Background: an optimization exercise with open tools, aiming at small area, a short achievable clock period and few clock cycles per item. Do not read the settings as production practice.
In this exercise RTL edits were held to simulation tests only and were not proved equivalent to the original.
Power is estimated from default activity; no workload was simulated.

==> design/flow/design.v <==
module ghash_acc (
    input  wire         clk,
    input  wire         rst,         
    input  wire         in_valid,
    output wire         in_ready,
    input  wire         in_first,
    input  wire         in_last,
    input  wire [127:0] in_h,
    input  wire [127:0] in_x,
    output wire         out_valid,
    input  wire         out_ready,
    output wire [127:0] out_tag
);
    localparam [1:0] S_IDLE = 2'd0,
                     S_MUL  = 2'd1,
                     S_DONE = 2'd2;
    localparam [127:0] R = {8'he1, 120'h0};
    reg [1:0]   fsm;
    reg [3:0]   cnt;         
    reg         last;        
    reg [127:0] h;           
    reg [127:0] y;           
    reg [127:0] a;           
    reg [127:0] z;           
    reg [127:0] v;           
    assign in_ready  = (fsm == S_IDLE);
    assign out_valid = (fsm == S_DONE);
    assign out_tag   = y;
    reg [127:0] z_n, v_n;
    integer i;
    always @(*) begin
        z_n = z;
        v_n = v;
        for (i = 0; i < 8; i = i + 1) begin
            if (a[127 - i])
                z_n = z_n ^ v_n;
            v_n = (v_n >> 1) ^ (v_n[0] ? R : 128'h0);
        end
    end
    always @(posedge clk) begin
        if (rst) begin
            fsm <= S_IDLE;
            cnt <= 4'd0;
        end else begin
            case (fsm)
                S_IDLE: begin
                    if (in_valid) begin
                        a    <= (in_first ? 128'h0 : y) ^ in_x;
                        v    <= in_first ? in_h : h;
                        if (in_first)
                            h <= in_h;
                        z    <= 128'h0;
                        last <= in_last;
                        cnt  <= 4'd0;
                        fsm  <= S_MUL;
                    end
                end
                S_MUL: begin
                    z   <= z_n;
                    v   <= v_n;
                    a   <= {a[119:0], 8'h00};
                    cnt <= cnt + 4'd1;
                    if (cnt == 4'd15) begin
                        y   <= z_n;
                        fsm <= last ? S_DONE : S_IDLE;
                    end
                end
                S_DONE: begin
                    if (out_ready)
                        fsm <= S_IDLE;
                end
                default: fsm <= S_IDLE;
            endcase
        end
    end
endmodule
==> design/flow/run.sh <==
#!/bin/bash
# synth_recipe.tcl (not shown) runs the flow's synth.tcl, then flattens the netlist and writes it again
# the make line also repeats each setting of config.mk as NAME=value (left out here)
make -C /OpenROAD-flow-scripts/flow DESIGN_CONFIG=/design/flow/config.mk WORK_HOME=/design/flow/orfs CLKGATE_MAP_FILE= SYNTH_SCRIPT=/design/flow/synth_recipe.tcl finish
==> design/flow/config.mk <==
export PLATFORM = sky130hd
export DESIGN_NAME = ghash_acc
export DESIGN_NICKNAME = ghash_acc
export VERILOG_FILES = /design/flow/design.v
export SDC_FILE = /design/flow/constraint.sdc
export NUM_CORES = 4
export LEC_CHECK = 0
export CAP_MARGIN = 20
export CORE_MARGIN = 2
export CORE_UTILIZATION = 40
export PLACE_DENSITY = 0.6
export SLEW_MARGIN = 20
==> design/flow/constraint.sdc <==
create_clock -name core_clock -period 10.0 [get_ports {clk}]
set_input_delay 2.0000 -clock core_clock [delete_from_list [all_inputs] [get_ports {clk}]]
set_output_delay 2.0000 -clock core_clock [all_outputs]
set_load 0.01 [all_outputs]
==> flow_summary_export.csv <==
group,metric,value,unit
logic_synthesis,async_flop_share,0,%
final_layout,fin_nets,4693,
cts,clock_latency,650,ps
final_layout,seq_area,19400,um2
global_route,grt_pass1_wl,182000,um
floorplanning,die_w,325,um
sta,worstMarginPinSlew,1010,ps
floorplanning,rows,117,
drt,firstDrtPassIters,5,
global_route,gr-total-overflow,0,
cts,clock-sinks,647,
worst_setup_path,cp-end-kind,"flip-flop",
cts,clk_pin_slew,60,ps
final_layout,layout_common_cells,"1,011 x nand2_1, 885 x xnor2_1, 641 x edfxtp_1",
placement,place_hpwl,72700,um
cts,cts.path.max_buffers,3,
worst_setup_path,crit_arrival,4830,ps
logic_synthesis,synth_fp_nets,4538,
final_layout,final_util,47.3,%
sta,rsz0062_at_grt,"false",
min_path,hold-path-endpoint,"cnt[0]",
logic_synthesis,synth_ff_type,"edfxtp_1",
sta,maxSlewHeadroom,32.9,%
worst_setup_path,r2r_cells,6,
placement,placed_cell_area,45700,um2
drt,drc,0,
min_path,hp-class,"flip-flop to flip-flop",
logic_synthesis,synth_cell_types,49,
worst_setup_path,cp-start-kind,"primary input",
final_layout,area_growth,17.2,%
floorplanning,core,102000,um2
final_layout,final_area,48200,um2
worst_setup_path,rr_endpoint,"v[74]",
worst_setup_path,cp_data_required_time,10260,ps
pwr,internal-power,6120,uW
pwr,power.total,8680,uW
logic_synthesis,ys_warn_count,1,
global_route,antenna_found_initial,6,
status,outcome,"no timing/DRC/antenna violations",
placement,place.gp.congestion,0.791,
logic_synthesis,ys_ff_latch,647,
cts,cts_max_level,3,
placement,dpl.cell_count,5719,
floorplanning,dieHeight,325,um
global_route,grt_max_degree,165,
sta,drv_slew,0,
pwr,p_sw,2560,uW
drt,viasPerCell,4.99,
floorplanning,die_area,105000,um2
logic_synthesis,syn_area_per_cell,9.63,um2
worst_setup_path,worstReg2RegStart,"fsm[0]",
pwr,comb_power_share,26.2,%
final_layout,drive_gt1_share,6.55,%
final_layout,finalNonFillerCells,5859,
logic_synthesis,ys_seq_area_share,47.1,%
final_layout,multiInputGateArea,20400,um2
floorplanning,start_util,40.4,%
cts,cts-hold-fix-buffers,0,
global_route,grt.total_usage,22.1,%
placement,port_buffers,391,
drt,wl,118000,um
sta,setup_viol,0,
global_route,grt_pass1_vias,28900,
sta,min_period_over_period,45.8,%
pwr,irDropWorstVdd,0.000137,V
cts,cts_setup_buffers,0,
final_layout,nFillCells,9575,
worst_setup_path,crit_type,"primary input to flip-flop",
cts,root_buffer,"clkbuf_16",
min_path,min_path_cells,2,
drt,antenna_left,0,
drt,wl_per_cell,20.2,um
pwr,powerDensity,180,nW/um2
sta,fmax,0.219,GHz
min_path,hold_start,"cnt[0]",
cts,cts_resized,0,
logic_synthesis,syn-instance-count,4275,
sta,finClkSkew,27.6,ps
logic_synthesis,synth_edf_count,641,
final_layout,n_antenna_cell,0,
floorplanning,io_pins,392,
logic_synthesis,syn_area,41200,um2
pwr,p_seq_share,40.8,%
pwr,pwr-share-clk,33.0,%
worst_setup_path,r2r_slack,6430,ps
drt,drt-initial-drc-count,2451,
pwr,leakage,0.0169,uW
run,drv_cap,0,
sta,min_period,4580,ps
drt,num_vias,29300,
final_layout,final_common_cell,"nand2_1",
pwr,p_sw_share,29.5,%
sta,final-hold-violation-count,0,
cts,tritoncts,"done",
cts,cts_inserted_buffers,77,
worst_setup_path,cp_max_fo,131,
==> cells by family (layout without fill, tap and decap cells) <==
family	after synthesis	in the layout	share of synthesized area (%)
AOI/OAI and AO/OA	168	168	2.27
xor gates and xnor gates	1160	1160	25.2
adders and majority gates	1	1	0.0304
buffers and inverters	352	568	3.58
DFF	647	647	47.1
muxes	129	129	3.53
and+or+nand+nor	1818	1818	18.4
==> worst max-delay path, stage by stage <==
cell	delay [ps]
clkdlybuf4s50_1	640
nor3_4	620
buf_4	670
buf_12	550
==> cell usage after synthesis (all sizes together) (2+ instances only) <==
library cell | instances | area share [%]
nand3b | 3 | 0.055
xor3 | 3 | 0.18
nor3 | 6 | 0.073
mux2 | 129 | 3.5
or2 | 5 | 0.076
nand2 | 1011 | 9.2
edfxtp | 641 | 47
a31oi | 2 | 0.030
nor2b | 129 | 2.0
nor2 | 522 | 4.8
xor2 | 266 | 5.8
o211ai | 2 | 0.036
xnor2 | 885 | 19
and2 | 128 | 1.9
or4bb | 2 | 0.055
a21oi | 142 | 1.7
a311oi | 2 | 0.073
o21a | 3 | 0.055
xnor3 | 6 | 0.33
inv | 7 | 0.064
nand3 | 4 | 0.049
buf | 117 | 1.4
clkbuf | 228 | 2.1
dfxtp | 6 | 0.29
o31ai | 2 | 0.036
nand2b | 2 | 0.030
a211oi | 3 | 0.055
a22oi | 3 | 0.055
o21ai | 5 | 0.061
nor4 | 2 | 0.046
==> per-stage QoR <==
stage	setup TNS, ps	setup slack [ps]	hold slack (ps)
floorplan	-850920	-1690	492
global placement	0	4860	525
detailed placement	0	4830	539
CTS	0	5500	550
global route	0	5330	582
finish	0	5420	550
==> routing by layer <==
| metal | up-vias | part of all wire (%) | routed length (um) | global-route usage (%) |
|---|---|---|---|---|
| met2 | 966 | 46 | 54100 | 35.0 |
| met5 | - | 0.053 | 63 | 0 |
| met4 | 10 | 2.1 | 2430 | 5.53 |
| met1 | 14200 | 46 | 53900 | 31.6 |
| met3 | 144 | 6.4 | 7600 | 3.46 |
| li1 | 13900 | - | - | - |
==> sequential cells by signal, indices dropped and copies added, names as in the netlist <==
signal  count
a         128
v         128
cnt         4
h         128
fsm         2
z         128
last        1
y         128
==> how the worst max path moves through the flow <==
stage / startpoint / end / depth (start not counted)
final: rst / a[50] / 4
after global routing: rst / a[46] / 4
after CTS: rst / v[98] / 4
after detailed placement: rst / z[115] / 4
after global placement: rst / a[114] / 4
after floorplan: rst / a[0] / 2
==> power groups by stage <==
stage / combinational (uW) / sequential [uW] / clock, uW
global placement: 2240 / 3600 / 0
finish: 2270 / 3550 / 2860
floorplan: 1840 / 3480 / 0
detailed placement: 2270 / 3600 / 0
global route: 2500 / 3570 / 3020
CTS: 2290 / 3550 / 2930
==> layout make-up <==
cell class | count | area share [%]
multi-input cells | 3276 | 42.2
clock inverters | 51 | 1.04
clock buffers | 89 | 4.18
flip-flops and latches | 647 | 40.2
repair buffers | 421 | 8.80
well taps | 1368 | 3.55
inverters | 7 | 0.0545
Testbench counts, summed over its fixed seeds: cycles 20,609, blocks 1,201.

[port drivers added, routing unchanged]
No port has a modelled driver above. Below, the same layout with a new extraction and two added sets of constraints. Step 1: set_driving_cell puts a clkbuf_16 on clk and a buf_2 on each other input, an assumption about the parent block. Step 2 times the ports against the registers' clock, not the clock port: input delays grow and output delays shrink by t, the midpoint of the rising clock arrivals with the driver on. Three values: no drivers, after step 1, after step 2; two values: the first two.
t (ns): 0.705
slack for setup (ns): 5.424 / 5.471 / 4.766
worst setup path after step 2: input to register
worst register clock-pin slew, ns: 0.07 / 0.07
pins driven straight from the clock port: 1
After both steps this run still meets setup and hold. The setup slack of this run moves by +0.047 ns with the drivers and by -0.658 ns with both steps.
